This design comes from an exercise in tuning for small area, a short achievable clock period and few clock cycles on the open sky130 flow, not from production work. In this exercise RTL edits were held to simulation tests only and were not proved equivalent to the original.

== JK ==
Design bld_head, start of the top module:
module bld_head (
    input  wire         clk,
    input  wire         rst,
    input  wire         cfg_we,
    input  wire [6:0]   cfg_addr,
    input  wire [31:0]  cfg_data,
    input  wire         in_valid,
    output wire         in_ready,
    input  wire         in_last,
    input  wire [12:0]  in_x,
    input  wire [12:0]  in_y,
    input  wire [7:0]   in_present,
    input  wire [127:0] in_l,
    input  wire [127:0] in_a,
    output reg          out_valid,
    output reg  [15:0]  out_v,
    output reg          out_lowered,
    output reg          out_raised,
    output reg          sum_valid,
    output wire [31:0]  sum_drive,
    output wire [20:0]  sum_clamped,
    output wire [20:0]  sum_lifted
);
Size in the first run: about 3500 flip-flops, roughly 430 I/O pins, roughly 230000 µm² of cells after synthesis.
Settings: LEC_CHECK=0, CAP_MARGIN=20, CORE_MARGIN=2, CORE_UTILIZATION=30, CTS_BUF_LIST=sky130_fd_sc_hd__clkbuf_8 sky130_fd_sc_hd__clkbuf_16, CTS_CLUSTER_SIZE=24, PLACE_DENSITY=0.4, SLEW_MARGIN=20; clock period 50.0 ns.
run.sh (not shown) runs the stock make flow with config.mk's settings and CLKGATE_MAP_FILE= SYNTH_SCRIPT=/design/flow/synth_recipe.tcl, a recipe that flattens the netlist after the stock synthesis.
JK went all the way through the flow, and no timing, DRC or antenna check failed.
Testbench counts of JK, summed over its fixed seeds: cycles 18,822.
Setup changes, JK to MS
diff --git a/flow/config.mk b/flow/config.mk
--- a/flow/config.mk
+++ b/flow/config.mk
@@ -10,4 +10,2 @@
-export CORE_UTILIZATION = 30
-export CTS_BUF_LIST = sky130_fd_sc_hd__clkbuf_8 sky130_fd_sc_hd__clkbuf_16
-export CTS_CLUSTER_SIZE = 24
-export PLACE_DENSITY = 0.4
+export CORE_UTILIZATION = 55
+export PLACE_DENSITY = 0.65
--- outcome ---
- MS | stages: all done | timing, DRC, antenna: all pass
- Going from JK to MS, count of non-CTS buffers in the layout shrank by 80, detailed placer's ending HPWL shrank by 16%, wire length of the first global-routing pass shrank by 140000 µm, cell area shrank by about 3%.
- Sequential cell area share ended up 1.1 points higher on MS than on JK.
## Diff of input files: AL against MS
diff --git a/flow/config.mk b/flow/config.mk
--- a/flow/config.mk
+++ b/flow/config.mk
@@ -10,2 +10,2 @@
-export CORE_UTILIZATION = 55
-export PLACE_DENSITY = 0.65
+export CORE_UTILIZATION = 45
+export PLACE_DENSITY = 0.55
--- outcome ---
AL: PASS, flow complete, no timing, DRC or antenna violations
Fmax: AL below MS
In the metrics for AL and MS, the one carrying the higher length in cells of the worst reg-to-reg path is MS.
There was hardly any difference in non-clock buffer share of cell area between MS and AL.
Per the comparison of AL with MS, final area went up; synthesized-area fraction occupied by ao, oa, aoi and oai cells did not really move; final-layout clock-cell area share did not really move.
Modified inputs, TR compared to AL
diff --git a/flow/config.mk b/flow/config.mk
--- a/flow/config.mk
+++ b/flow/config.mk
@@ -10,2 +10,2 @@
-export CORE_UTILIZATION = 45
-export PLACE_DENSITY = 0.55
+export CORE_UTILIZATION = 65
+export PLACE_DENSITY = 0.75
[summary]
| global-route usage | TR vs AL | 9.8 points higher |
Going from AL to TR, wire length shrinks by 46000 µm.
For the number of nets in the final layout, TR came in 91 lower than AL did.
Going from AL to TR, the post-route worst hold slack was found to have gone up by 0.037 ns.
| time the final worst path needs with I/O delays and setup | higher: AL |
Looking only at non-clock buffer count, and setting everything else aside, the higher value of TR and AL goes to AL.
On post-route fraction of the period consumed by the critical path, TR and AL are neck and neck.
#### Input delta (PW over TR)
diff --git a/flow/config.mk b/flow/config.mk
--- a/flow/config.mk
+++ b/flow/config.mk
@@ -10,2 +10,2 @@
-export CORE_UTILIZATION = 65
-export PLACE_DENSITY = 0.75
+export CORE_UTILIZATION = 30
+export PLACE_DENSITY = 0.4
## What came out
Compared to TR, PW was floorplanned on a bigger die.
PW has delay of the slowest critical-path stage below what TR had.
When PW is set beside TR, its wire length turns out to be 21% larger.

-- port drivers added, routing unchanged --
How much do the figures lean on ideal ports? The routed layouts below were timed once more, with nothing changed but the port constraints. Step 1, drivers: a clkbuf_16 drives clk and a buf_2 each remaining input, both assumed. Step 2 also shifts input and output timing later by t, the mid clock arrival at the registers, as if the neighbouring blocks saw the same clock. a / b / c = ideal ports / drivers / drivers and shift; a / b = the first two.
run | t, ns | slack for setup (ns) | worst setup path at the end
JK | 1.161 | 37.772 / 37.636 / 36.718 | input to register
MS | 1.070 | 37.705 / 37.575 / 36.744 | input to register
AL | 1.123 | 37.664 / 37.526 / 36.712 | input to register
TR | 1.059 | 37.731 / 37.607 / 36.922 | input to register
PW | 1.160 | 37.778 / 37.628 / 36.748 | input to register
After both steps setup and hold are still met in every run listed. The setup slack of JK, which loses most, moves by -0.136 ns with the drivers and by -1.054 ns with both steps.
